What follows belongs to an exercise in optimizing a design on an open flow for small area, a short achievable clock period and few clock cycles per item; a production flow would make more cautious choices. Only simulation tests tie the RTL to the original design; equivalence was not proved. Power figures rest on the tool's default switching activity, not on a simulated workload.

==> 01-07: inputs <==
## h16_bfly
module h16_bfly (
    input  wire        clk,
    input  wire        rst,
    input  wire        in_valid,
    input  wire [15:0] in_a,
    input  wire [15:0] in_b,
    input  wire        in_half,
    output reg         out_valid,
    output reg  [15:0] out_sum,
    output reg  [15:0] out_diff
);
export LEC_CHECK = 0
export ABC_AREA = 1
export CAP_MARGIN = 20
export CORE_MARGIN = 2
export CORE_UTILIZATION = 55
export SLEW_MARGIN = 20
create_clock -name core_clock -period 20.0 [get_ports {clk}]
standard.sh (not shown) runs the stock make flow with config.mk's settings and CLKGATE_MAP_FILE= SYNTH_SCRIPT=/design/flow/synth_recipe.tcl, a recipe that flattens the netlist after the stock synthesis.
==> flow/flow/run.sh <==
#!/bin/bash
# The standard layout, with plain buf_2 cells as the port buffers in place of
# the delay buffers the placer picks by default (every port still gets one),
# and a clock tree of clkbuf_8 cells without dummy loads.
set -euo pipefail
bash standard.sh synth > synth.log 2>&1
bash standard.sh \
  BUFFER_PORTS_ARGS="-buffer_cell sky130_fd_sc_hd__buf_2" \
  CTS_ARGS="-sink_clustering_enable -repair_clock_nets -dont_use_dummy_load -buf_list sky130_fd_sc_hd__clkbuf_8" \
  finish > layout.log 2>&1
==> inputs of 02-18, as changes to 01-07 <==
==> flow/flow/run.sh (replaced) <==
#!/bin/bash
# The standard layout, with plain buf_2 cells as the port buffers in place of
# the delay buffers the placer picks by default. Every port still gets one.
set -euo pipefail
bash standard.sh synth > synth.log 2>&1
bash standard.sh BUFFER_PORTS_ARGS="-buffer_cell sky130_fd_sc_hd__buf_2" finish > layout.log 2>&1
==> qor summary <==
| metric | 02-18 | 01-07 |
|---|---|---|
| Fillers | 1452 | 1505 |
| Sequential share of cell area | 30.5% | 32.0% |
| Run status | finished clean | finished clean |
| Switching component of the power | 517 µW | 478 µW |
| Detailed-routed wire length on met3 | 697 µm | 650 µm |
| Final critical-path required period | 4860 ps | 4870 ps |
| Vias in the first global route | 6765 | 6705 |
| Global-route met2 utilization | 42.4% | 41.0% |
| Clk pin slew, worst setup/hold paths | 60 ps | 80 ps |
| R2R setup slack | 15530 ps | 15550 ps |
| Critical path destination | out_sum[6] | out_valid |
| Met1 Resource Use GR | 27.9% | 27.4% |
| Count of vias placed by the detailed router | 7397 | 7332 |
| Total power density per cell area | 136 mW/mm² | 121 mW/mm² |
| Clock-cell share of area | 7.15% | 2.58% |
| Normalized max-slew margin | 41.9% | 42.3% |
| Overall routing resource usage | 23.4% | 22.9% |
| Leakage Power | 0.00479 µW | 0.00459 µW |
| Routed length on met2 | 9090 µm | 8690 µm |
| Total power draw | 1300 µW | 1100 µW |
Testbench counts of 01-07, summed over its fixed seeds: cycles 24,032, items 24,000.
Testbench counts of 02-18, summed over its fixed seeds: cycles 24,032, items 24,000.


==> inputs of run K <==
==> flow/design.v <==
module h16_bfly (
    input  wire        clk,
    input  wire        rst,
    input  wire        in_valid,
    input  wire [15:0] in_a,
    input  wire [15:0] in_b,
    input  wire        in_half,
    output reg         out_valid,
    output reg  [15:0] out_sum,
    output reg  [15:0] out_diff
);
    localparam [1:0] K_NUM = 2'd0, K_ZERO = 2'd1, K_INF = 2'd2, K_NAN = 2'd3;
    reg        v0, h0;
    reg [15:0] a0, b0;
    always @(posedge clk) begin
        a0 <= in_a;
        b0 <= in_b;
        h0 <= in_half;
        v0 <= in_valid & ~rst;
    end
    wire       sa = a0[15], sb = b0[15];
    wire [7:0] ea = a0[14:7], eb = b0[14:7];
    wire       a_sub = ea == 8'd0, b_sub = eb == 8'd0;
    wire       a_max = &ea, b_max = &eb;
    wire       a_nan = a_max && (a0[6:0] != 7'd0);
    wire       b_nan = b_max && (b0[6:0] != 7'd0);
    wire       a_inf = a_max && (a0[6:0] == 7'd0);
    wire       b_inf = b_max && (b0[6:0] == 7'd0);
    wire [7:0] ma = {~a_sub, a0[6:0]}, mb = {~b_sub, b0[6:0]};
    wire [7:0] xa = {ea[7:1], ea[0] | a_sub}, xb = {eb[7:1], eb[0] | b_sub};
    wire       swap = b0[14:0] > a0[14:0];
    wire       same = b0[14:0] == a0[14:0];
    wire       zz   = (a0[14:0] == 15'd0) && (b0[14:0] == 15'd0);
    wire [8:0] dab  = {1'b0, xa} - {1'b0, xb};
    wire [7:0] dba  = xb - xa;
    wire [7:0] d    = dab[8] ? dba : dab[7:0];
    wire [3:0] ds   = (d > 8'd15) ? 4'd15 : d[3:0];
    wire [7:0] mx   = swap ? mb : ma;
    wire [7:0] my   = swap ? ma : mb;
    wire [7:0] xx   = swap ? xb : xa;
    wire [21:0] sh  = {my, 3'b000, 11'd0} >> ds;
    wire [11:0] opy = {1'b0, sh[21:12], sh[11] | (sh[10:0] != 11'd0)};
    wire [7:0]  lim = xx - {7'd0, h0};
    wire       add_sum = sa == sb;
    wire       s_sgn = swap ? sb : sa;
    wire       d_sgn = swap ? ~sb : sa;
    wire       nan_in = a_nan | b_nan;
    reg  [1:0] s_kind, d_kind;
    reg        s_sg, d_sg;
    always @* begin
        s_sg = s_sgn;
        d_sg = d_sgn;
        if (nan_in || (a_inf && b_inf && !add_sum)) begin
            s_kind = K_NAN;  s_sg = 1'b0;
        end else if (a_inf) begin
            s_kind = K_INF;  s_sg = sa;
        end else if (b_inf) begin
            s_kind = K_INF;  s_sg = sb;
        end else if (zz || (same && !add_sum)) begin
            s_kind = K_ZERO; s_sg = sa & sb;
        end else begin
            s_kind = K_NUM;
        end
        if (nan_in || (a_inf && b_inf && add_sum)) begin
            d_kind = K_NAN;  d_sg = 1'b0;
        end else if (a_inf) begin
            d_kind = K_INF;  d_sg = sa;
        end else if (b_inf) begin
            d_kind = K_INF;  d_sg = ~sb;
        end else if (zz || (same && add_sum)) begin
            d_kind = K_ZERO; d_sg = sa & ~sb;
        end else begin
            d_kind = K_NUM;
        end
    end
    reg        v1, add_sum1, s_sg1, d_sg1;
    reg [1:0]  s_kind1, d_kind1;
    reg [7:0]  mx1, lim1;
    reg [11:0] opy1;
    always @(posedge clk) begin
        v1 <= v0 & ~rst;
        add_sum1 <= add_sum;
        s_sg1 <= s_sg;  d_sg1 <= d_sg;
        s_kind1 <= s_kind;  d_kind1 <= d_kind;
        mx1 <= mx;  lim1 <= lim;  opy1 <= opy;
    end
    wire [11:0] opx = {1'b0, mx1, 3'b000};
    wire [11:0] ra  = opx + opy1;
    wire [11:0] rs  = opx - opy1;
    wire        la  = ~ra[11] & (lim1 != 8'd0);
    wire [11:0] na  = la ? {ra[10:0], 1'b0} : ra;
    wire [11:0] mk  = (lim1 > 8'd11) ? 12'd0 : (12'h800 >> lim1[3:0]);
    wire [11:0] rm  = rs | mk;
    reg  [3:0]  ls;
    integer k;
    always @* begin
        ls = 4'd0;
        for (k = 0; k < 12; k = k + 1)
            if (rm[k]) ls = 4'd11 - k[3:0];
    end
    reg        v2, add_sum2, s_sg2, d_sg2, la2;
    reg [1:0]  s_kind2, d_kind2;
    reg [7:0]  lim2;
    reg [9:0]  na2;
    reg [11:0] rs2;
    reg [3:0]  ls2;
    always @(posedge clk) begin
        v2 <= v1 & ~rst;
        add_sum2 <= add_sum1;
        s_sg2 <= s_sg1;  d_sg2 <= d_sg1;
        s_kind2 <= s_kind1;  d_kind2 <= d_kind1;
        lim2 <= lim1;  la2 <= la;
        na2 <= {na[11:3], na[2:0] != 3'd0};
        rs2 <= rs;  ls2 <= ls;
    end
    function automatic [15:0] rnd_enc(input [8:0] em1, input [9:0] n);
        reg up;
        begin
            up = n[1] & (n[2] | n[0]);
            rnd_enc = {em1 + {8'd0, n[9]}, n[8:2]} + {15'd0, up};
        end
    endfunction
    wire [15:0] enca = rnd_enc({1'b0, lim2} - {8'd0, la2}, na2);
    wire [11:0] ns   = rs2 << ls2;
    wire [15:0] encs = rnd_enc({1'b0, lim2} - {5'd0, ls2}, {ns[11:3], ns[2:0] != 3'd0});
    function automatic [15:0] fin(input [1:0] kind, input sg, input [15:0] enc);
        begin
            case (kind)
                K_ZERO:  fin = {sg, 15'd0};
                K_INF:   fin = {sg, 15'h7F80};
                K_NAN:   fin = 16'h7FC0;
                default: fin = (enc[15:7] >= 9'd255) ? {sg, 15'h7F80} : {sg, enc[14:0]};
            endcase
        end
    endfunction
    always @(posedge clk) begin
        if (rst) out_valid <= 1'b0;
        else     out_valid <= v2;
        out_sum  <= fin(s_kind2, s_sg2, add_sum2 ? enca : encs);
        out_diff <= fin(d_kind2, d_sg2, add_sum2 ? encs : enca);
    end
endmodule
==> flow/run.sh <==
#!/bin/bash
# synth_recipe.tcl (not shown) runs the flow's synth.tcl, then flattens the netlist and writes it again
# the make line also repeats each setting of config.mk as NAME=value (left out here)
make -C /OpenROAD-flow-scripts/flow DESIGN_CONFIG=/design/flow/config.mk WORK_HOME=/design/flow/orfs CLKGATE_MAP_FILE= SYNTH_SCRIPT=/design/flow/synth_recipe.tcl finish
==> flow/config.mk <==
export PLATFORM = sky130hd
export DESIGN_NAME = h16_bfly
export DESIGN_NICKNAME = h16_bfly
export VERILOG_FILES = /design/flow/design.v
export SDC_FILE = /design/flow/constraint.sdc
export NUM_CORES = 4
export LEC_CHECK = 0
export ABC_AREA = 1
export CAP_MARGIN = 20
export CORE_MARGIN = 2
export CORE_UTILIZATION = 55
export SLEW_MARGIN = 20
==> flow/constraint.sdc <==
create_clock -name core_clock -period 20.0 [get_ports {clk}]
set_input_delay 4.0000 -clock core_clock [delete_from_list [all_inputs] [get_ports {clk}]]
set_output_delay 4.0000 -clock core_clock [all_outputs]
set_load 0.01 [all_outputs]
==> inputs of run E, as changes to run K <==
--- a/flow/design.v
+++ b/flow/design.v
@@ -19,4 +19,14 @@
         v0 <= in_valid & ~rst;
     end
+    function automatic gtf(input [14:0] x, input [14:0] y);
+        reg [1:0] r;
+        integer i;
+        begin
+            r = 2'b01;
+            for (i = 0; i < 15; i = i + 1)
+                r = {(x[i] & ~y[i]) | (~(x[i] ^ y[i]) & r[1]), ~(x[i] ^ y[i]) & r[0]};
+            gtf = r[1];
+        end
+    endfunction
     wire       sa = a0[15], sb = b0[15];
     wire [7:0] ea = a0[14:7], eb = b0[14:7];
@@ -29,17 +39,14 @@
     wire [7:0] ma = {~a_sub, a0[6:0]}, mb = {~b_sub, b0[6:0]};
     wire [7:0] xa = {ea[7:1], ea[0] | a_sub}, xb = {eb[7:1], eb[0] | b_sub};
-    wire       swap = b0[14:0] > a0[14:0];
+    wire       swap = gtf(b0[14:0], a0[14:0]);
     wire       same = b0[14:0] == a0[14:0];
     wire       zz   = (a0[14:0] == 15'd0) && (b0[14:0] == 15'd0);
-    wire [8:0] dab  = {1'b0, xa} - {1'b0, xb};
-    wire [7:0] dba  = xb - xa;
-    wire [7:0] d    = dab[8] ? dba : dab[7:0];
-    wire [3:0] ds   = (d > 8'd15) ? 4'd15 : d[3:0];
     wire [7:0] mx   = swap ? mb : ma;
     wire [7:0] my   = swap ? ma : mb;
     wire [7:0] xx   = swap ? xb : xa;
-    wire [21:0] sh  = {my, 3'b000, 11'd0} >> ds;
-    wire [11:0] opy = {1'b0, sh[21:12], sh[11] | (sh[10:0] != 11'd0)};
-    wire [7:0]  lim = xx - {7'd0, h0};
+    wire [7:0] xy   = swap ? xa : xb;
+    wire [7:0] d    = xx - xy;
+    wire [3:0] ds   = d[3:0] | {4{d[7:4] != 4'd0}};
+    wire [7:0] lim  = xx - {7'd0, h0};
     wire       add_sum = sa == sb;
     wire       s_sgn = swap ? sb : sa;
@@ -76,6 +83,6 @@
     reg        v1, add_sum1, s_sg1, d_sg1;
     reg [1:0]  s_kind1, d_kind1;
-    reg [7:0]  mx1, lim1;
-    reg [11:0] opy1;
+    reg [7:0]  mx1, my1, lim1;
+    reg [3:0]  ds1;
     always @(posedge clk) begin
         v1 <= v0 & ~rst;
@@ -83,13 +90,15 @@
         s_sg1 <= s_sg;  d_sg1 <= d_sg;
         s_kind1 <= s_kind;  d_kind1 <= d_kind;
-        mx1 <= mx;  lim1 <= lim;  opy1 <= opy;
+        mx1 <= mx;  my1 <= my;  lim1 <= lim;  ds1 <= ds;
     end
+    wire [21:0] sh  = {my1, 3'b000, 11'd0} >> ds1;
+    wire [11:0] opy = {1'b0, sh[21:12], sh[11] | (sh[10:0] != 11'd0)};
     wire [11:0] opx = {1'b0, mx1, 3'b000};
-    wire [11:0] ra  = opx + opy1;
-    wire [11:0] rs  = opx - opy1;
+    wire [11:0] ra  = opx + opy;
+    wire [11:0] rs  = opx - opy;
     wire        la  = ~ra[11] & (lim1 != 8'd0);
     wire [11:0] na  = la ? {ra[10:0], 1'b0} : ra;
     wire [11:0] mk  = (lim1 > 8'd11) ? 12'd0 : (12'h800 >> lim1[3:0]);
-    wire [11:0] rm  = rs | mk;
+    wire [11:0] rm  = {1'b0, rs[10:0]} | mk;
     reg  [3:0]  ls;
     integer k;
@@ -103,5 +112,5 @@
     reg [7:0]  lim2;
     reg [9:0]  na2;
-    reg [11:0] rs2;
+    reg [10:0] rs2;
     reg [3:0]  ls2;
     always @(posedge clk) begin
@@ -112,5 +121,5 @@
         lim2 <= lim1;  la2 <= la;
         na2 <= {na[11:3], na[2:0] != 3'd0};
-        rs2 <= rs;  ls2 <= ls;
+        rs2 <= rs[10:0];  ls2 <= ls;
     end
     function automatic [15:0] rnd_enc(input [8:0] em1, input [9:0] n);
@@ -122,14 +131,13 @@
     endfunction
     wire [15:0] enca = rnd_enc({1'b0, lim2} - {8'd0, la2}, na2);
-    wire [11:0] ns   = rs2 << ls2;
+    wire [11:0] ns   = {1'b0, rs2} << ls2;
     wire [15:0] encs = rnd_enc({1'b0, lim2} - {5'd0, ls2}, {ns[11:3], ns[2:0] != 3'd0});
     function automatic [15:0] fin(input [1:0] kind, input sg, input [15:0] enc);
+        reg isnum;
         begin
-            case (kind)
-                K_ZERO:  fin = {sg, 15'd0};
-                K_INF:   fin = {sg, 15'h7F80};
-                K_NAN:   fin = 16'h7FC0;
-                default: fin = (enc[15:7] >= 9'd255) ? {sg, 15'h7F80} : {sg, enc[14:0]};
-            endcase
+            isnum = kind == K_NUM;
+            fin[15]   = sg;
+            fin[14:7] = isnum ? (enc[14:7] | {8{enc[15]}}) : {8{kind[1]}};
+            fin[6:0]  = (enc[6:0] & {7{isnum & ~enc[15] & ~(&enc[14:7])}}) | {kind == K_NAN, 6'd0};
         end
     endfunction
==> flow/flow/run.sh (new file) <==
#!/bin/bash
# The standard layout, with plain buf_2 cells as the port buffers in place of
# the delay buffers the placer picks by default (every port still gets one),
# and a shallow clock tree without dummy loads.
set -euo pipefail
bash standard.sh synth > synth.log 2>&1
bash standard.sh \
  BUFFER_PORTS_ARGS="-buffer_cell sky130_fd_sc_hd__buf_2" \
  CTS_ARGS="-sink_clustering_enable -repair_clock_nets -dont_use_dummy_load -buf_list sky130_fd_sc_hd__clkbuf_16 -root_buf sky130_fd_sc_hd__clkbuf_16 -sink_clustering_size 40 -sink_clustering_max_diameter 200" \
  finish > layout.log 2>&1
==> flow/standard.sh (new file) <==
#!/bin/bash
# synth_recipe.tcl (not shown) runs the flow's synth.tcl, then flattens the netlist and writes it again
# the make line also repeats each setting of config.mk as NAME=value (left out here)
make -C /OpenROAD-flow-scripts/flow DESIGN_CONFIG=/design/flow/config.mk WORK_HOME=/design/flow/orfs CLKGATE_MAP_FILE= SYNTH_SCRIPT=/design/flow/synth_recipe.tcl "${@:-finish}"
removed: flow/run.sh
==> insert_results.sql <==
INSERT INTO impl_metrics (metric_group, metric, value, unit) VALUES
('placed_design', 'place.detailed.instances', '1597', ''),
('setup_path', 'cp-endpoint', 'out_sum[15]', ''),
('die', 'die-width', '133.9', 'um'),
('cells_and_area', 'final_cells', '1629', ''),
('run_status', 'outcome', 'no timing/DRC/antenna violations', ''),
('setup_path', 'crit_path_top_delay_cell', 'sky130_fd_sc_hd__clkdlybuf4s50_1', ''),
('cells_and_area', 'final_cell_area', '0.01068', 'mm^2'),
('timing', 'max_freq', '189.0', 'MHz'),
('timing', 'holdWs', '327.1', 'ps'),
('setup_path', 'reg2reg_setup_slack', '15550', 'ps');
# the run above: run K

==> insert_results.sql <==
INSERT INTO impl_metrics (metric_group, metric, value, unit) VALUES
('run_status', 'outcome', 'no timing/DRC/antenna violations', ''),
('timing', 'holdWs', '323.6', 'ps'),
('setup_path', 'reg2reg_setup_slack', '15570', 'ps'),
('cells_and_area', 'postLayoutCoreUtil', '0.6166', ''),
('logic_synthesis', 'yosysWarnings', '1', ''),
('cells_and_area', 'final_cell_area', '0.009270', 'mm^2'),
('die', 'die-width', '127.4', 'um'),
('cells_and_area', 'final_cells', '1435', ''),
('setup_path', 'cp-endpoint', 'out_diff[6]', '');
# the run above: run E

Testbench counts of run K, summed over its fixed seeds: cycles 24,032, items 24,000.
Testbench counts of run E, summed over its fixed seeds: cycles 24,032, items 24,000.

-- re-timing with driven ports --
In the flow no input, the clock included, has a driving cell. The finished layouts below were timed again as built, in two steps.
Step 1 sets driving cells, clkbuf_16 on the clock port and buf_2 on the other inputs (assumed; they add their load-dependent delay and slew).
Step 2 adds t to the input delays and takes it off the output delays; t is the mean of the earliest and latest rising clock arrival at the registers after step 1. Input paths then give back, and output paths get back, about the clock's delay inside the block.
Slacks: ideal / step 1 / step 2; pairs: ideal / step 1.
| run | shift t [ns] | setup WS [ns] | pins driven straight from the clock port |
|---|---|---|---|
| 01-07 | 0.469 | 15.131 / 15.093 / 15.549 | 1 |
| 02-18 | 0.461 | 15.141 / 15.100 / 15.528 | 1 |
| run K | 0.463 | 14.708 / 14.662 / 15.125 | 1 |
| run E | 0.454 | 15.157 / 15.116 / 15.566 | 1 |
After both steps every run listed still meets setup and hold.
